This design comes from an exercise in tuning for small area and a short achievable clock period on the open sky130 flow, not from production work. At most, simulation tests tie the RTL to the original design; equivalence was not proved.

==> inputs of v39 <==
// d72_burst_check
module d72_burst_check (
    input  wire         clk,
    input  wire         rst,
    input  wire         beat_valid,
    input  wire [31:0]  beat_dq,
    input  wire [7:0]   beat_cb,
    input  wire [1:0]   exp_channel,
    input  wire [29:0]  exp_burst,
    input  wire [15:0]  exp_epoch,
    output reg          res_valid,
    output reg  [1:0]   res_status,
    output reg  [7:0]   res_corrected,
    output wire [511:0] res_data
);
    reg        v;
    reg [31:0] dq;
    reg [7:0]  cb;
    always @(posedge clk) begin
        v  <= beat_valid & ~rst;
        dq <= beat_dq;
        cb <= beat_cb;
    end
    reg [3:0] cnt;
    always @(posedge clk)
        if (rst) cnt <= 4'd0;
        else if (v) cnt <= cnt + 4'd1;
    wire odd   = cnt[0];
    wire first = (cnt == 4'd0);
    wire c1    = (cnt == 4'd1);
    wire last  = (cnt == 4'd15);
    reg [47:0] E;
    wire e_load = v ? last : first;
    always @(posedge clk)
        if (e_load) E <= {exp_epoch, exp_channel, exp_burst};
    wire [7:0] fc;
    wire fc_x35 = E[3] ^ E[27];
    wire fc_x36 = E[7] ^ E[9];
    wire fc_x37 = E[10] ^ E[11];
    wire fc_x38 = E[15] ^ E[17];
    wire fc_x39 = E[18] ^ E[19];
    wire fc_x40 = E[21] ^ E[22];
    wire fc_x41 = E[23] ^ E[25];
  ...
==> flow/config.mk <==
export PLATFORM = sky130hd
export DESIGN_NAME = d72_burst_check
export DESIGN_NICKNAME = d72_burst_check
export VERILOG_FILES = /design/flow/design.v
export SDC_FILE = /design/flow/constraint.sdc
export NUM_CORES = 4
export LEC_CHECK = 0
export CAP_MARGIN = 20
export CORE_MARGIN = 2
export CORE_UTILIZATION = 45
export CTS_CLUSTER_DIAMETER = 100
export CTS_CLUSTER_SIZE = 30
export SLEW_MARGIN = 20
==> flow/constraint.sdc <==
create_clock -name core_clock -period 40.0 [get_ports {clk}]
set_input_delay 8.0000 -clock core_clock [delete_from_list [all_inputs] [get_ports {clk}]]
set_output_delay 8.0000 -clock core_clock [all_outputs]
set_load 0.01 [all_outputs]
standard.sh (not shown) runs the stock make flow with config.mk's settings and CLKGATE_MAP_FILE= SYNTH_SCRIPT=/design/flow/synth_recipe.tcl, a recipe that flattens the netlist after the stock synthesis.
==> flow/flow/run.sh <==
#!/bin/bash
# The standard layout, except:
#  - synthesis maps the logic with an area-oriented ABC script (flow/area.abc)
#    instead of ORFS's speed script; registers are mapped as in the standard
#    synthesis (same dfflibmap step, same names);
#  - port buffers are plain buf_1 cells.
set -euo pipefail
W=$(pwd)
export BUFFER_PORTS_ARGS="-buffer_cell sky130_fd_sc_hd__buf_1"
# synthesis script: synth_recipe.tcl with ORFS's synth.tcl calling ABC with our script
sed "s#log_cmd abc {\*}\$abc_args#log_cmd abc -script $W/flow/area.abc {*}[lrange \$abc_args 2 end]#" \
    "$FLOW_HOME/scripts/synth.tcl" > "$W/synth_core.tcl"
grep -q "flow/area.abc" "$W/synth_core.tcl"
sed "s#source \$::env(SCRIPTS_DIR)/synth.tcl#source $W/synth_core.tcl#" synth_recipe.tcl > "$W/own_synth.tcl"
grep -q "synth_core.tcl" "$W/own_synth.tcl"
bash standard.sh "SYNTH_SCRIPT=$W/own_synth.tcl" synth > synth.log 2>&1
bash standard.sh "SYNTH_SCRIPT=$W/own_synth.tcl" > standard.log 2>&1
==> flow/flow/area.abc <==
strash
dch
map -a
topo
stime -c
buffer -c
upsize -c
dnsize -c
==> inputs of v31, as changes to v39 <==
--- a/flow/flow/run.sh
+++ b/flow/flow/run.sh
@@ -7,6 +7,7 @@
 set -euo pipefail
 W=$(pwd)
 export BUFFER_PORTS_ARGS="-buffer_cell sky130_fd_sc_hd__buf_1"
+export SETUP_SLACK_MARGIN=30.6
 # synthesis script: synth_recipe.tcl with ORFS's synth.tcl calling ABC with our script
 sed "s#log_cmd abc {\*}\$abc_args#log_cmd abc -script $W/flow/area.abc {*}[lrange \$abc_args 2 end]#" \
     "$FLOW_HOME/scripts/synth.tcl" > "$W/synth_core.tcl"
CORE_UTILIZATION = 55   (was 45)
CTS_CLUSTER_SIZE = 20   (was 30)
PLACE_DENSITY = 0.7   (was not set)
==> results.toml <==
[sta]
skew_ns = 0.03442
min_period_over_period_pct = 24.19

[global_route]
antenna_found_initial = 7
grt_pass1_wl_mm = 128.4

[placement]
dpl.cell_count = 3178

[cells_and_area]
clkCellAreaFrac_pct = 2.833
fin_area_sq_um = 31440
area_growth_pct = 15.48
multi_input_comb_area_sq_um = 6934

[clocking]
post-cts-setup-buffers = 0

[outcome]
status = "complete, no violations"

[floorplan]
die_y_microns = 250.0
the above is filed under v39

==> results.toml <==
[cells_and_area]
area_growth_pct = 16.90
multi_input_comb_area_sq_um = 6957
fin_area_sq_um = 31830
clkCellAreaFrac_pct = 3.734

[global_route]
grt_pass1_wl_mm = 116.0
antenna_found_initial = 8

[sta]
skew_ns = 0.02249
min_period_over_period_pct = 23.54

[route]
avgViaCountPerCell = 5.471

[floorplan]
die_y_microns = 226.5

[outcome]
status = "complete, no violations"

[clocking]
post-cts-setup-buffers = 15

[placement]
dpl.cell_count = 3061
the above is filed under v31



==> v27 <==
d72_burst_check, a different RTL version from the one above (not shown whole).
Settings: LEC_CHECK=0, CAP_MARGIN=20, CORE_MARGIN=2, CORE_UTILIZATION=40, SLEW_MARGIN=20; clock period 40.0 ns.
==> flow/flow/run.sh <==
#!/bin/bash
set -euo pipefail
export BUFFER_PORTS_ARGS="-buffer_cell sky130_fd_sc_hd__buf_1"
bash standard.sh > standard.log 2>&1
==> v16: changes against v27 <==
==> flow/run.sh (new file) <==
#!/bin/bash
# synth_recipe.tcl (not shown) runs the flow's synth.tcl, then flattens the netlist and writes it again
# the make line also repeats each setting of config.mk as NAME=value (left out here)
make -C /OpenROAD-flow-scripts/flow DESIGN_CONFIG=/design/flow/config.mk WORK_HOME=/design/flow/orfs CLKGATE_MAP_FILE= SYNTH_SCRIPT=/design/flow/synth_recipe.tcl finish
removed: flow/flow/run.sh
removed: flow/standard.sh
==> comparison <==
Between v27 and v16, the lower non-clock buffer count is in v16 (gap 7).
Against v16, the routed wire length of v27 is lower by 0.82%.
Of v16 and v27, v27 has the higher sequential share of layout area (gap 5.1 points).
First-iteration DRC count: v27 is higher than v16 (12%).
==> figures <==
Outcome: v27 timing/DRC/antenna clean; v16 timing/DRC/antenna clean
Via Count: v27 19,300; v16 19,000
Via/cell ratio: v27 5.33; v16 5.26
Slew at the pin closest to its max-slew limit: v27 1.26 ns; v16 1.22 ns
Fin crit period: v27 9.52 ns; v16 9.94 ns
Share of layout cells above drive strength 1: v27 8.94%; v16 8.58%
Final area over synthesized area: v27 1.201x; v16 1.325x
Largest net degree at the start of global routing: v27 214; v16 197
Final setup margin: v27 30.48 ns; v16 30.06 ns
First DRT Iteration DRCs: v27 1,972; v16 1,761
Crit path from: v27 st[13][11]$_DFFE_PP_; v16 st[13][4]$_DFFE_PP_
Highest attainable clock frequency: v27 0.105 GHz; v16 0.101 GHz
No functional check of the RTL was part of any run of this note.


==> run a <==
RTL: one of the versions met above, not the one the previous note started from.
// d72_burst_check
module d72_burst_check (
    input  wire         clk,
    input  wire         rst,
    input  wire         beat_valid,
    input  wire [31:0]  beat_dq,
    input  wire [7:0]   beat_cb,
    input  wire [1:0]   exp_channel,
    input  wire [29:0]  exp_burst,
    input  wire [15:0]  exp_epoch,
    output reg          res_valid,
    output reg  [1:0]   res_status,
    output reg  [7:0]   res_corrected,
    output wire [511:0] res_data
);
clock: 40.0 ns
lec_check: 0
cap_margin: 20
core_margin: 2
core_utilization: 45
cts_buf_list: sky130_fd_sc_hd__clkbuf_8
slew_margin: 20
==> flow/flow/run.sh <==
#!/bin/bash
set -euo pipefail
export BUFFER_PORTS_ARGS="-buffer_cell sky130_fd_sc_hd__buf_1"
bash standard.sh > standard.log 2>&1
==> run b: changes against run a <==
==> flow/flow/run.sh (replaced) <==
#!/bin/bash
# The standard layout, except:
#  - synthesis maps the logic with an area-oriented ABC script (flow/area.abc)
#    instead of ORFS's speed script; registers are mapped as in the standard
#    synthesis (same dfflibmap step, same names);
#  - port buffers are plain buf_1 cells.
set -euo pipefail
W=$(pwd)
export BUFFER_PORTS_ARGS="-buffer_cell sky130_fd_sc_hd__buf_1"
export SETUP_SLACK_MARGIN=30.8
# synthesis script: synth_recipe.tcl with ORFS's synth.tcl calling ABC with our script
sed "s#log_cmd abc {\*}\$abc_args#log_cmd abc -script $W/flow/area.abc {*}[lrange \$abc_args 2 end]#" \
    "$FLOW_HOME/scripts/synth.tcl" > "$W/synth_core.tcl"
grep -q "flow/area.abc" "$W/synth_core.tcl"
sed "s#source \$::env(SCRIPTS_DIR)/synth.tcl#source $W/synth_core.tcl#" synth_recipe.tcl > "$W/own_synth.tcl"
grep -q "synth_core.tcl" "$W/own_synth.tcl"
bash standard.sh "SYNTH_SCRIPT=$W/own_synth.tcl" synth > synth.log 2>&1
bash standard.sh "SYNTH_SCRIPT=$W/own_synth.tcl" > standard.log 2>&1
==> flow/flow/area.abc (new file) <==
strash
dch
map -a
topo
stime -c
buffer -c
upsize -c
dnsize -c
Settings changed: CTS_BUF_LIST sky130_fd_sc_hd__clkbuf_8 to not set.
==> notes <==
Core utilization: run b is higher than run a (7.2 points).
Between run a and run b, the lower clock skew is in run b (gap 0.0083 ns).
Against run b, the die area of run a is higher by 5.2%.
==> figures <==
metric                                                                                              run a                    run b
Setup WS pre-CTS                                                                                 31.12 ns                 31.05 ns
Multiplexer share of the synthesized area                                                           1.24%                       0%
Initial core utilization                                                                            45.4%                    45.3%
Clock input transition at the sequential cells of the worst setup and hold paths                  0.06 ns                  0.07 ns
Run status                                                                        complete, no violations  complete, no violations
Placed Cells incl. Taps                                                                             3,188                    3,181
Worst hold-check slack                                                                           0.419 ns                 0.421 ns
Syn_nets                                                                                            1,857                    1,881
Die Area                                                                                      0.0657 mm^2              0.0625 mm^2
Share of the final layout cell area in multi-input gates                                            25.2%                    18.9%


==> job 9477: inputs <==
Another version of the RTL of d72_burst_check (not shown whole).
==> flow/config.mk <==
export PLATFORM = sky130hd
export DESIGN_NAME = d72_burst_check
export DESIGN_NICKNAME = d72_burst_check
export VERILOG_FILES = /design/flow/design.v
export SDC_FILE = /design/flow/constraint.sdc
export NUM_CORES = 4
export LEC_CHECK = 0
export CAP_MARGIN = 20
export CORE_MARGIN = 2
export CORE_UTILIZATION = 45
export CTS_CLUSTER_DIAMETER = 100
export CTS_CLUSTER_SIZE = 20
export SLEW_MARGIN = 20
==> flow/constraint.sdc <==
create_clock -name core_clock -period 40.0 [get_ports {clk}]
set_input_delay 8.0000 -clock core_clock [delete_from_list [all_inputs] [get_ports {clk}]]
set_output_delay 8.0000 -clock core_clock [all_outputs]
set_load 0.01 [all_outputs]
==> flow/flow/run.sh <==
#!/bin/bash
# The standard layout, except:
#  - synthesis maps the logic with an area-oriented ABC script (flow/area.abc,
#    ABC9 mapper &nf in area mode)
#    instead of ORFS's speed script; registers are mapped as in the standard
#    synthesis (same dfflibmap step, same names);
#  - port buffers are plain buf_1 cells;
#  - the resizer aims for 30.6 ns of setup slack (SETUP_SLACK_MARGIN) so that it
#    shortens the few slow flop-to-output paths; the SDC is unchanged.
set -euo pipefail
W=$(pwd)
export BUFFER_PORTS_ARGS="-buffer_cell sky130_fd_sc_hd__buf_1"
export SETUP_SLACK_MARGIN=30.7
# synthesis script: synth_recipe.tcl with ORFS's synth.tcl calling ABC with our script
sed "s#log_cmd abc {\*}\$abc_args#log_cmd abc -script $W/flow/area.abc {*}[lrange \$abc_args 2 end]#" \
    "$FLOW_HOME/scripts/synth.tcl" > "$W/synth_core.tcl"
grep -q "flow/area.abc" "$W/synth_core.tcl"
sed "s#source \$::env(SCRIPTS_DIR)/synth.tcl#source $W/synth_core.tcl#" synth_recipe.tcl > "$W/own_synth.tcl"
grep -q "synth_core.tcl" "$W/own_synth.tcl"
bash standard.sh "SYNTH_SCRIPT=$W/own_synth.tcl" synth > synth.log 2>&1
bash standard.sh "SYNTH_SCRIPT=$W/own_synth.tcl" > standard.log 2>&1
==> flow/flow/area.abc <==
&get -n
&st
&syn2
&dch
&nf -a -R 1000
&put
==> job 8742 (differences from job 9477) <==
--- a/flow/design.v
+++ b/flow/design.v
@@ -64,71 +64,76 @@
     assign fc[3] = E[8] ^ fc_x52 ^ fc_x59 ^ fc_x60 ^ fc_x62 ^ fc_x65;
     assign fc[4] = cb[4] ^ cb[5] ^ fc_x46 ^ fc_x50 ^ fc_x51 ^ fc_x58 ^ fc_x65;
     assign fc[5] = E[12] ^ E[13] ^ E[14] ^ E[15] ^ E[16] ^ E[18] ^ E[21] ^ E[22] ^ E[23] ^ E[24] ^ E[25] ^ E[26] ^ E[27] ^ fc_x61 ^ fc_x62;
     assign fc[6] = fc_x66;
     assign fc[7] = cb[7] ^ fc_x66;
     wire [7:0] hlo, hhi;
-    wire [15:0] hh;
-    wire hh_x32 = dq[30] ^ dq[31];
-    wire hh_x33 = dq[13] ^ dq[14];
-    wire hh_x34 = dq[23] ^ hh_x32;
-    wire hh_x35 = dq[24] ^ dq[26];
-    wire hh_x36 = dq[7] ^ dq[8];
-    wire hh_x37 = dq[15] ^ hh_x33;
-    wire hh_x38 = dq[0] ^ hh_x37;
-    wire hh_x39 = dq[6] ^ dq[10];
-    wire hh_x40 = dq[12] ^ dq[17];
-    wire hh_x41 = dq[25] ^ dq[27];
-    wire hh_x42 = dq[1] ^ dq[2];
-    wire hh_x43 = dq[9] ^ hh_x36;
-    wire hh_x44 = dq[21] ^ dq[22];
-    wire hh_x45 = dq[28] ^ dq[29];
-    wire hh_x46 = hh_x34 ^ hh_x35;
-    wire hh_x47 = dq[3] ^ dq[5];
-    wire hh_x48 = dq[4] ^ hh_x39;
-    wire hh_x49 = dq[11] ^ dq[16];
-    wire hh_x50 = dq[18] ^ dq[19];
-    wire hh_x51 = hh_x38 ^ hh_x43;
-    wire hh_x52 = hh_x40 ^ hh_x49;
-    wire hh_x53 = hh_x41 ^ hh_x46;
-    wire hh_x54 = dq[20] ^ hh_x44;
-    wire hh_x55 = dq[2] ^ dq[6];
-    wire hh_x56 = dq[3] ^ dq[24];
-    wire hh_x57 = dq[10] ^ dq[29];
-    wire hh_x58 = dq[11] ^ hh_x39;
-    wire hh_x59 = dq[16] ^ dq[17];
-    wire hh_x60 = dq[19] ^ hh_x47;
-    wire hh_x61 = dq[23] ^ hh_x38;
-    wire hh_x62 = dq[27] ^ hh_x44;
-    wire hh_x63 = dq[28] ^ hh_x53;
-    wire hh_x64 = hh_x32 ^ hh_x35;
-    wire hh_x65 = hh_x32 ^ hh_x52;
-    wire hh_x66 = hh_x34 ^ hh_x42;
-    wire hh_x67 = hh_x36 ^ hh_x55;
-    wire hh_x68 = hh_x42 ^ hh_x48;
-    wire hh_x69 = hh_x45 ^ hh_x53;
-    wire hh_x70 = hh_x51 ^ hh_x58;
-    wire hh_x71 = hh_x54 ^ hh_x69;
-    assign hh[0] = hh_x33 ^ hh_x46 ^ hh_x47 ^ hh_x52 ^ hh_x62 ^ hh_x67;
-    assign hh[1] = dq[18] ^ hh_x51 ^ hh_x59 ^ hh_x63;
-    assign hh[2] = dq[0] ^ dq[1] ^ dq[8] ^ dq[14] ^ dq[20] ^ dq[22] ^ dq[27] ^ dq[31] ^ hh_x40 ^ hh_x48 ^ hh_x56;
-    assign hh[3] = dq[18] ^ dq[25] ^ hh_x43 ^ hh_x52 ^ hh_x56 ^ hh_x57 ^ hh_x66;
-    assign hh[4] = dq[11] ^ dq[12] ^ hh_x60 ^ hh_x63 ^ hh_x68;
-    assign hh[5] = dq[10] ^ hh_x37 ^ hh_x50 ^ hh_x65;
-    assign hh[6] = hh_x71;
-    assign hh[7] = hh_x71;
-    assign hh[8] = dq[5] ^ dq[7] ^ dq[9] ^ hh_x33 ^ hh_x45 ^ hh_x48 ^ hh_x50;
-    assign hh[9] = dq[20] ^ dq[25] ^ hh_x50 ^ hh_x64 ^ hh_x70;
-    assign hh[10] = dq[7] ^ dq[14] ^ hh_x41 ^ hh_x57 ^ hh_x60 ^ hh_x64;
-    assign hh[11] = dq[21] ^ dq[30] ^ hh_x35 ^ hh_x40 ^ hh_x61 ^ hh_x67;
-    assign hh[12] = hh_x34 ^ hh_x45 ^ hh_x62 ^ hh_x70;
-    assign hh[13] = dq[26] ^ hh_x41 ^ hh_x42 ^ hh_x45 ^ hh_x59 ^ hh_x61;
-    assign hh[14] = dq[0] ^ hh_x50 ^ hh_x54 ^ hh_x66;
-    assign hh[15] = hh_x47 ^ hh_x51 ^ hh_x65 ^ hh_x68;
-    assign hlo = hh[7:0];
-    assign hhi = hh[15:8];
+    wire hlo_x32 = dq[24] ^ dq[31];
+    wire hlo_x33 = dq[23] ^ dq[30];
+    wire hlo_x34 = dq[27] ^ hlo_x32;
+    wire hlo_x35 = dq[25] ^ hlo_x33;
+    wire hlo_x36 = dq[26] ^ hlo_x34;
+    wire hlo_x37 = dq[3] ^ dq[12];
+    wire hlo_x38 = dq[8] ^ dq[17];
+    wire hlo_x39 = dq[28] ^ hlo_x35;
+    wire hlo_x40 = hlo_x36 ^ hlo_x39;
+    wire hlo_x41 = dq[1] ^ dq[10];
+    wire hlo_x42 = dq[2] ^ dq[11];
+    wire hlo_x43 = dq[6] ^ hlo_x37;
+    wire hlo_x44 = dq[7] ^ dq[16];
+    wire hlo_x45 = dq[13] ^ dq[14];
+    wire hlo_x46 = dq[20] ^ dq[22];
+    wire hlo_x47 = hlo_x38 ^ hlo_x44;
+    wire hlo_x48 = dq[4] ^ hlo_x41;
+    wire hlo_x49 = dq[5] ^ hlo_x42;
+    wire hlo_x50 = dq[9] ^ dq[18];
+    wire hlo_x51 = dq[15] ^ hlo_x45;
+    wire hlo_x52 = dq[21] ^ dq[29];
+    wire hlo_x53 = hlo_x40 ^ hlo_x46;
+    wire hlo_x54 = hlo_x43 ^ hlo_x48;
+    wire hlo_x55 = hlo_x47 ^ hlo_x50;
+    wire hlo_x56 = hlo_x52 ^ hlo_x53;
+    assign hlo[0] = dq[21] ^ dq[22] ^ hlo_x33 ^ hlo_x36 ^ hlo_x43 ^ hlo_x45 ^ hlo_x47 ^ hlo_x49;
+    assign hlo[1] = dq[0] ^ hlo_x40 ^ hlo_x51 ^ hlo_x55;
+    assign hlo[2] = dq[0] ^ dq[14] ^ hlo_x34 ^ hlo_x38 ^ hlo_x46 ^ hlo_x54;
+    assign hlo[3] = dq[29] ^ hlo_x32 ^ hlo_x35 ^ hlo_x37 ^ hlo_x41 ^ hlo_x42 ^ hlo_x55;
+    assign hlo[4] = dq[19] ^ hlo_x40 ^ hlo_x49 ^ hlo_x54;
+    assign hlo[5] = dq[10] ^ dq[11] ^ dq[12] ^ dq[16] ^ dq[17] ^ dq[18] ^ dq[19] ^ dq[30] ^ dq[31] ^ hlo_x51;
+    assign hlo[6] = hlo_x56;
+    assign hlo[7] = hlo_x56;
+    wire hhi_x32 = dq[7] ^ dq[14];
+    wire hhi_x33 = dq[0] ^ dq[13];
+    wire hhi_x34 = dq[6] ^ hhi_x32;
+    wire hhi_x35 = dq[15] ^ hhi_x33;
+    wire hhi_x36 = dq[30] ^ dq[31];
+    wire hhi_x37 = dq[8] ^ hhi_x34;
+    wire hhi_x38 = dq[9] ^ dq[10];
+    wire hhi_x39 = hhi_x35 ^ hhi_x37;
+    wire hhi_x40 = dq[1] ^ dq[2];
+    wire hhi_x41 = dq[11] ^ hhi_x36;
+    wire hhi_x42 = dq[18] ^ dq[19];
+    wire hhi_x43 = dq[21] ^ dq[23];
+    wire hhi_x44 = dq[24] ^ dq[26];
+    wire hhi_x45 = dq[27] ^ dq[29];
+    wire hhi_x46 = hhi_x38 ^ hhi_x39;
+    wire hhi_x47 = hhi_x41 ^ hhi_x46;
+    wire hhi_x48 = dq[3] ^ dq[5];
+    wire hhi_x49 = dq[12] ^ dq[17];
+    wire hhi_x50 = dq[16] ^ hhi_x40;
+    wire hhi_x51 = dq[20] ^ hhi_x42;
+    wire hhi_x52 = dq[22] ^ hhi_x43;
+    wire hhi_x53 = dq[25] ^ hhi_x44;
+    wire hhi_x54 = dq[28] ^ hhi_x45;
+    assign hhi[0] = dq[4] ^ dq[5] ^ dq[13] ^ dq[28] ^ dq[29] ^ hhi_x34 ^ hhi_x38 ^ hhi_x42;
+    assign hhi[1] = hhi_x47 ^ hhi_x51 ^ hhi_x53;
+    assign hhi[2] = dq[10] ^ dq[19] ^ hhi_x32 ^ hhi_x36 ^ hhi_x45 ^ hhi_x48 ^ hhi_x53;
+    assign hhi[3] = dq[2] ^ dq[30] ^ hhi_x39 ^ hhi_x43 ^ hhi_x44 ^ hhi_x49;
+    assign hhi[4] = hhi_x47 ^ hhi_x52 ^ hhi_x54;
+    assign hhi[5] = dq[14] ^ dq[17] ^ dq[23] ^ dq[25] ^ dq[26] ^ hhi_x35 ^ hhi_x50 ^ hhi_x54;
+    assign hhi[6] = dq[0] ^ hhi_x36 ^ hhi_x40 ^ hhi_x51 ^ hhi_x52;
+    assign hhi[7] = dq[4] ^ hhi_x47 ^ hhi_x48 ^ hhi_x49 ^ hhi_x50;
     reg [7:0] synp;
     always @(posedge clk)
         if (v & ~odd) synp <= hlo ^ fc;
     wire [7:0] syn = synp ^ hhi;
     localparam [511:0] DCOLS = 512'hd6de3531342e260e785058424743a8a0babfbb889297939a9f9b858184e8e0fafffbc8d2d7d3dadfdbc5c1c4302a2f2b2227233d393c0a0f0b1511141d191c06;
     localparam [63:0] CCOLS = 64'h80c0381018020703;
==> flow/flow/run.sh (replaced) <==
#!/bin/bash
# The standard layout, except:
#  - synthesis maps the logic with an area-oriented ABC script (flow/area.abc)
#    instead of ORFS's speed script; registers are mapped as in the standard
#    synthesis (same dfflibmap step, same names);
#  - port buffers are plain buf_1 cells;
#  - the resizer aims for 30.6 ns of setup slack (SETUP_SLACK_MARGIN) so that it
#    shortens the few slow flop-to-output paths; the SDC is unchanged.
set -euo pipefail
W=$(pwd)
export BUFFER_PORTS_ARGS="-buffer_cell sky130_fd_sc_hd__buf_1"
export SETUP_SLACK_MARGIN=30.6
# synthesis script: synth_recipe.tcl with ORFS's synth.tcl calling ABC with our script
sed "s#log_cmd abc {\*}\$abc_args#log_cmd abc -script $W/flow/area.abc {*}[lrange \$abc_args 2 end]#" \
    "$FLOW_HOME/scripts/synth.tcl" > "$W/synth_core.tcl"
grep -q "flow/area.abc" "$W/synth_core.tcl"
sed "s#source \$::env(SCRIPTS_DIR)/synth.tcl#source $W/synth_core.tcl#" synth_recipe.tcl > "$W/own_synth.tcl"
grep -q "synth_core.tcl" "$W/own_synth.tcl"
bash standard.sh "SYNTH_SCRIPT=$W/own_synth.tcl" synth > synth.log 2>&1
bash standard.sh "SYNTH_SCRIPT=$W/own_synth.tcl" > standard.log 2>&1
==> flow/flow/area.abc (replaced) <==
strash
dch
map -a
==> comparison <==
In job 9477 the synthesized area is lower than in job 8742, by 1.7%.
Of job 9477 and job 8742, job 9477 has the higher non-clock buffer count (gap 22).
In job 9477 the synthesized cell count is smaller than in job 8742, by about 11%.
Count of clock-buffer cells in the layout: job 9477 is lower than job 8742 (5).

-- afterwards: timing with drivers on the ports --
No port has a modelled driver above. Below, the same layouts with a new extraction and two added sets of constraints. Step 1 sets driving cells, clkbuf_16 on the clock port and buf_2 on the other inputs (assumed; they add their load-dependent delay and slew). Step 2 times the ports against the registers' clock, not the clock port: input delays grow and output delays shrink by t, the midpoint of the rising clock arrivals with the driver on. Slacks: no drivers / after step 1 / after step 2; pairs: no drivers / after step 1.
| run | shift t [ns] | slack for setup (ns) | hold slack, ns | worst slew at a driven data input, ns |
|---|---|---|---|---|
| v39 | 0.695 | 30.324 / 30.256 / 30.951 | 0.444 / 0.444 / 0.444 | 0.04 |
| v31 | 0.647 | 30.582 / 30.521 / 31.105 | 0.448 / 0.448 / 0.448 | 0.04 |
| v27 | 0.694 | 30.484 / 30.423 / 31.117 | 0.423 / 0.423 / 0.423 | 0.05 |
| v16 | 0.689 | 30.056 / 29.992 / 30.681 | 0.424 / 0.424 / 0.424 | 0.05 |
| run a | 0.791 | 30.338 / 30.276 / 31.067 | 0.419 / 0.419 / 0.419 | 0.05 |
| run b | 0.679 | 30.617 / 30.552 / 31.231 | 0.421 / 0.421 / 0.421 | 0.04 |
| job 9477 | 0.651 | 30.592 / 30.528 / 31.180 | 0.447 / 0.447 / 0.447 | 0.05 |
| job 8742 | 0.644 | 30.626 / 30.564 / 31.184 | 0.448 / 0.448 / 0.448 | 0.07 |
After both steps every run listed still meets setup and hold.
